Context: an optimization exercise on an open-source flow, tuned for small area. The choices shown serve that exercise and are no tape-out recipe.
The RTL was checked by simulation tests, not by an equivalence proof against the original design.
Power figures rest on the tool's default switching activity, not on a simulated workload.

File: flow/config.mk
export PLATFORM = sky130hd
export DESIGN_NAME = thr_bank
export DESIGN_NICKNAME = thr_bank
export VERILOG_FILES = /design/flow/design.v
export SDC_FILE = /design/flow/constraint.sdc
export NUM_CORES = 4
export LEC_CHECK = 0
export CAP_MARGIN = 20
export CORE_MARGIN = 2
export CORE_UTILIZATION = 40
export SLEW_MARGIN = 20
File: flow/constraint.sdc
create_clock -name core_clock -period 8.0 [get_ports {clk}]
set_input_delay 1.6000 -clock core_clock [delete_from_list [all_inputs] [get_ports {clk}]]
set_output_delay 1.6000 -clock core_clock [all_outputs]
set_load 0.01 [all_outputs]
File: flow/design.v
module thr_cmp (
    input  wire        clk,
    input  wire        rst,
    input  wire        we,
    input  wire        c_en,
    input  wire        c_dir,
    input  wire [1:0]  c_src,
    input  wire        c_inv,
    input  wire [3:0]  c_cnt,
    input  wire [6:0]  c_chan,
    input  wire [23:0] c_x,
    input  wire [11:0] c_y,
    input  wire        c_f,
    input  wire        p_valid,
    input  wire [6:0]  p_chan,
    input  wire [1:0]  p_preset,
    input  wire        p_ok,
    input  wire [23:0] p_vo,
    input  wire        latch_clr,
    output reg         state,
    output reg         latch
);
    reg        enable;
    reg        dir;
    reg [1:0]  source;
    reg        inv_act;
    reg [3:0]  count;
    reg [6:0]  channel;
    reg [23:0] xl;           
    reg [11:0] yk;           
    reg        fk;           
    reg [3:0]  cnt;
    reg        hold;         
    wire [24:0] ca;
    wire [24:12] cr;
    assign ca[0] = ~dir;
    genvar i;
    generate
        for (i = 0; i < 24; i = i + 1) begin : g_a
            assign ca[i+1] = (p_vo[i] & xl[i]) | (p_vo[i] & ca[i]) | (xl[i] & ca[i]);
        end
        for (i = 12; i < 24; i = i + 1) begin : g_r
            wire cin = (i == 12) ? ca[12] : cr[i];
            assign cr[i+1] = (p_vo[i] & yk[i-12]) | (p_vo[i] & cin) | (yk[i-12] & cin);
        end
    endgenerate
    wire assert_ok  = ca[24] ^ dir;
    wire release_ok = ~fk & (cr[24] ^ ~dir);
    wire first_kind = we & (~c_en | (c_dir != dir) | (c_src != source) | (c_chan != channel));
    wire clr  = rst | ~enable | first_kind;
    wire hit  = p_valid & (p_chan == channel) & (p_preset == source);
    wire test = state ? release_ok : assert_ok;
    wire rch  = (cnt >= count) | (state & ~hold);
    wire rise = ~clr & hit & ~state & (p_ok ? (assert_ok & rch) : inv_act);
    always @(posedge clk) begin
        if (rst)
            enable <= 1'b0;
        else if (we)
            enable <= c_en;
        if (we) begin
            dir     <= c_dir;
            source  <= c_src;
            inv_act <= c_inv;
            count   <= c_cnt;
            channel <= c_chan;
            xl      <= c_x;
            yk      <= c_y;
            fk      <= c_f;
        end
        if (clr) begin
            state <= 1'b0;
            cnt   <= 4'd0;
            hold  <= 1'b0;
        end else if (hit) begin
            if (!p_ok) begin
                cnt <= 4'd0;
                if (inv_act) begin
                    state <= 1'b1;
                    hold  <= 1'b1;
                end
            end else if (test) begin
                if (rch) begin
                    state <= ~state;
                    hold  <= 1'b0;
                    cnt   <= 4'd0;
                end else begin
                    cnt <= cnt + 4'd1;
                end
            end else begin
                cnt <= 4'd0;
            end
        end
        if (rst)
            latch <= 1'b0;
        else if (rise)
            latch <= 1'b1;
        else if (latch_clr)
            latch <= 1'b0;
    end
endmodule
module thr_bank #(
    parameter integer NTHR = 32
) (
    input  wire            clk,
    input  wire            rst,
    input  wire            s_valid,
    input  wire [6:0]      s_chan,
    input  wire [1:0]      s_preset,
    input  wire            s_ok,
    input  wire [23:0]     s_value,
    input  wire            cfg_we,
    input  wire [4:0]      cfg_idx,
    input  wire [31:0]     cfg_word,
    input  wire [31:0]     lvl_word,
    input  wire [NTHR-1:0] latch_clr,
    output wire [NTHR-1:0] thr_state,
    output wire [NTHR-1:0] thr_latch
);
    reg        p_valid;
    reg [6:0]  p_chan;
    reg [1:0]  p_preset;
    reg        p_ok;
    reg [23:0] p_vo;         
    always @(posedge clk) begin
        p_valid  <= s_valid;
        p_chan   <= s_chan;
        p_preset <= s_preset;
        p_ok     <= s_ok;
        p_vo     <= {~s_value[23], s_value[22:0]};
    end
    wire        c_dir = cfg_word[1];
    wire [23:0] lo    = {~lvl_word[23], lvl_word[22:0]};
    wire [12:0] hy    = {5'd0, lvl_word[31:24]};
    wire [12:0] kx    = {1'b0, lo[23:12]} + (c_dir ? hy : (~hy + 13'd1));
    wire [23:0] c_x   = ~lo;                  
    wire [11:0] c_y   = ~kx[11:0];            
    wire        c_f   = kx[12];               
    genvar k;
    generate
        for (k = 0; k < NTHR; k = k + 1) begin : g_thr
            thr_cmp u_cmp (
                .clk      (clk),
                .rst      (rst),
                .we       (cfg_we && (cfg_idx == k)),
                .c_en     (cfg_word[0]),
                .c_dir    (c_dir),
                .c_src    (cfg_word[3:2]),
                .c_inv    (cfg_word[4]),
                .c_cnt    (cfg_word[11:8]),
                .c_chan   (cfg_word[18:12]),
                .c_x      (c_x),
                .c_y      (c_y),
                .c_f      (c_f),
                .p_valid  (p_valid),
                .p_chan   (p_chan),
                .p_preset (p_preset),
                .p_ok     (p_ok),
                .p_vo     (p_vo),
                .latch_clr(latch_clr[k]),
                .state    (thr_state[k]),
                .latch    (thr_latch[k]));
        end
    endgenerate
endmodule
File: flow/run.sh
#!/bin/bash
# synth_recipe.tcl (not shown) runs the flow's synth.tcl, then flattens the netlist and writes it again
# the make line also repeats each setting of config.mk as NAME=value (left out here)
make -C /OpenROAD-flow-scripts/flow DESIGN_CONFIG=/design/flow/config.mk WORK_HOME=/design/flow/orfs CLKGATE_MAP_FILE= SYNTH_SCRIPT=/design/flow/synth_recipe.tcl finish
==> summary.txt <==
==> tightest hold or removal path: cells and delay by family, from the launching register on <==
family	cells	cell delay [ns]
simple gates	1	0.06
flops	1	0.31
compound gates	1	0.05
==> where the power goes <==
part           switching [uW]  internal [uW]  total (uW)
Sequential                157          11300       11500
Combinational            1440            535        1980
Clock                    4120           5400        9520
==> synthesized netlist by cell type (76+ instances only) <==
cell / number / area, um^2
o22ai_1: 296 / 1852
nand2b_1: 77 / 481.7
inv_1: 276 / 1036
a221oi_1: 115 / 1007
nor3_1: 251 / 1256
clkbuf_1: 173 / 649.4
xnor2_1: 530 / 4642
edfxtp_1: 1664 / 49970
nor2_1: 534 / 2004
xor2_1: 178 / 1559
nand3_1: 155 / 775.7
a21o_1: 84 / 630.6
o21ai_0: 317 / 1587
nor2b_1: 80 / 500.5
a21oi_1: 209 / 1046
buf_1: 107 / 401.6
a22oi_1: 333 / 2500
maj3_1: 76 / 760.7
a31oi_1: 88 / 550.5
a211oi_1: 81 / 608.1
ha_1: 173 / 2165
nand2_1: 412 / 1546
nand4_1: 170 / 1064
buf_2: 125 / 625.6
dfxtp_1: 291 / 5826
==> worst max path at each step <==
| stage | startpoint | end |
|---|---|---|
| after global routing | lvl_word[24] | g_thr[15].u_cmp.yk[9] |
| after CTS | lvl_word[24] | g_thr[15].u_cmp.yk[9] |
| after global placement | lvl_word[24] | g_thr[17].u_cmp.yk[9] |
| after floorplan | cfg_idx[1] | g_thr[17].u_cmp.cnt[2] |
| after detailed placement | lvl_word[24] | g_thr[16].u_cmp.yk[9] |
| final | lvl_word[24] | g_thr[12].u_cmp.yk[9] |
==> per-stage QoR <==
| stage | setup WS (ns) | total power [uW] | std cells | hold WS [ns] |
|---|---|---|---|---|
| after floorplan | 0.4129 | 12640 | 7675 | 0.4258 |
| after global placement | 1.793 | 13610 | 10560 | 0.4552 |
| after detailed placement | 1.805 | 13640 | 10560 | 0.4685 |
| after CTS | 2.665 | 23100 | 10950 | 0.4803 |
| after global routing | 2.369 | 23620 | 10960 | 0.5088 |
| final | 2.635 | 22980 | 10970 | 0.4745 |
==> metal layers <==
metal | GRT usage | vias to the layer above | share of wire
met4 | 0.08759 | 4 | 0.035
li1 | - | 29490 | -
met2 | 0.3720 | 3178 | 0.44
met1 | 0.3372 | 32930 | 0.43
met5 | 0 | - | 0.00012
met3 | 0.04343 | 572 | 0.094
==> registers in the layout, indices dropped and copies added (netlist names), 64 cells and up <==
name / flops
g_thr.u_cmp.channel: 224
g_thr.u_cmp.cnt: 128
g_thr.u_cmp.count: 128
g_thr.u_cmp.source: 64
g_thr.u_cmp.xl: 768
g_thr.u_cmp.yk: 384
==> kinds of logic (layout without fill, tap and decap cells) <==
group	count (synthesis)	after routing	share of synthesized area
XOR/XNOR	709	709	0.06749
other	0	11	0
buffers and inverters	757	1010	0.03565
AO/OA/AOI/OAI	2041	2041	0.1544
flip-flops	1955	1955	0.6057
AND/OR/NAND/NOR	1936	1936	0.1017
adder cells (fa/ha/maj)	254	254	0.03246
multiplexers	23	23	0.002635
==> final cells by class <==
class | count | area [um^2] | share of cell area
flip-flops and latches | 1955 | 55870 | 0.5383
multi-input cells | 4963 | 33430 | 0.3221
clock buffers | 280 | 5713 | 0.05504
well taps | 3026 | 3786 | 0.03648
repair buffers | 337 | 2970 | 0.02862
inverters | 277 | 1040 | 0.01002
clock inverters | 116 | 949.7 | 0.009150
diodes | 11 | 27.53 | 0.0002652
==> cells in the final DEF, fill, tap and decap left out, drive strengths merged, types with 210 or more instances in the layout <==
master and instances:
nor3 251, nand2 412, edfxtp 1664, o21ai 327
dfxtp 291, inv 286, xnor2 530, a21oi 210
nor2 534, o22ai 296, clkbuf 280, a22oi 333
==> impl_metrics.tcl <==
set metrics [dict create \
    cp.arrival_ns 6.01 \
    final_max_slew_viol_count 0 \
    slew_headroom 0.2084 \
    cp.required_ns 8.65 \
    final.period_utilization 0.6706 \
    r2r_end "g_thr[1].u_cmp.state" \
    core_area_um2 229500 \
    worst_pin_slew_ns 1.180 \
    postSynthAreaPerCell_um2 12.00 \
    status "complete, no violations" \
    tns_ns 0 \
    io_pins 203 \
    worst_r2r_startpoint "p_vo[11]" \
    fin_area_um2 103800 \
    cts_buffers 211 \
    min_path_type "register to register" \
    finalNetCount 8058 \
    htreeDepth 4 \
    critPathLaunchType "primary input" \
    min_delay_path_depth 2 \
    wl_per_cell_um 26.57 \
    cts_root_buf "clkbuf_16" \
    cts_tree "done" \
    path_class "primary input to register" \
    ys_seq_area_frac 0.6057 \
    end_kind "register" \
    ys_ff_latch 1955 \
    place_area_um2 97090 \
    cts_resized 0 \
    drtPass1Iterations 6 \
    clk_path_buf_depth 3 \
    syn_to_final_growth_pct 12.67 \
    syn_nets 7988 \
    gp_congestion 0.8432 \
    grt_pass1_vias 62730 \
    rsz0062_at_grt "no" \
    crit_family "compound AO/OA/AOI/OAI gates" \
    drive_gt1_frac 0.07492 \
    hpwl_um 173800 \
    max_stage_delay_ns 0.84 \
    final_core_util 0.4523 \
    power_density_nw_per_um2 221.4 \
    yosysWarnings 2 \
    timing.fmax_ghz 0.1864 \
    ctsHoldBuffers 0 \
    hold_start "g_thr[2].u_cmp.latch" \
    drt_wl_total_um 291300 \
    antenna_found_initial 22 \
    die_w_um 483.9 \
    ys_types 87 \
    syn_area_um2 92120 \
    vias_per_cell 6.035 \
    cts_sinks 1955 \
    dieHeight_um 483.9 \
    drt_iter0_markers 7898 \
    crit_chain "clkdlybuf4s50_1 > inv_1 > ha_1 > mux2_2 > ha_1 > a21o_1 > a21oi_1 > o21ai_0 > a21oi_1 > nand2b_1 > a21boi_0 > nor3_1 > nor2_1 > nor2_1 > xor2_4 > buf_4" \
    final_antenna_net_count 0 \
    die_area_um2 234200 \
    io_buffers 186 \
    grt.total_usage 0.2403 \
    reg2reg_slack_ns 3.48 \
    via_count 66170 \
    vdd_drop_max_mv 0.1931 \
    post_cts_buffers 0 \
    cpMaxStageDelayCell "xor2_4" \
    grt_max_degree 131 \
    synth-edff-count 1664 \
    reg2reg_depth 11 \
    num_rows 176 \
    fillerInstances 20660 \
    hold_violations 0 \
    fin_worst_skew_ns 0.03279 \
    drc 0 \
    syn-instance-count 7675 \
    hold_end "g_thr[2].u_cmp.latch" \
    setup_viol 0 \
    min_period_ns 5.365 \
    synthFlopType "edfxtp_1" \
    grt_pass1_wl_um 417600 \
    power.leakage_uw 0.03417 \
    clkTransAtPathRegs_ns 0.06 \
    ys_async_sr_fraction 0 \
    cp_max_fo 20 \
    cp_num_buf_inv 3 \
    cp.depth 16 \
    initial_core_util 0.4015 \
    clk_latency_ns 0.85 \
    maxCapViolCount 0 \
    grt_overflow 0 \
]

separate check: timing with driven ports:
The results above use ideal ports. As a check the final layout listed here was re-extracted and re-timed, cells and wires unchanged. Step 1 assumes that a clkbuf_16 drives the clock port and a buf_2 every other input. Step 2 moves the port delays by t, midway between the first and last clock arrival at a register: inputs arrive t later, outputs are due t later. That takes back most of the time a late clock gives input paths. Slacks: ideal / step 1 / step 2; pairs: ideal / step 1.
shift t [ns]: 0.930
slack for setup (ns): 2.635 / 2.706 / 1.776
worst hold slack (ns): 0.474 / 0.474 / 0.474
latest minus earliest clock arrival (ns): 0.038 / 0.037
worst slew at a driven data input, ns: 0.09
After both steps this run still meets setup and hold. For this run, drivers alone change the setup slack by +0.071 ns; drivers and shift together by -0.859 ns.
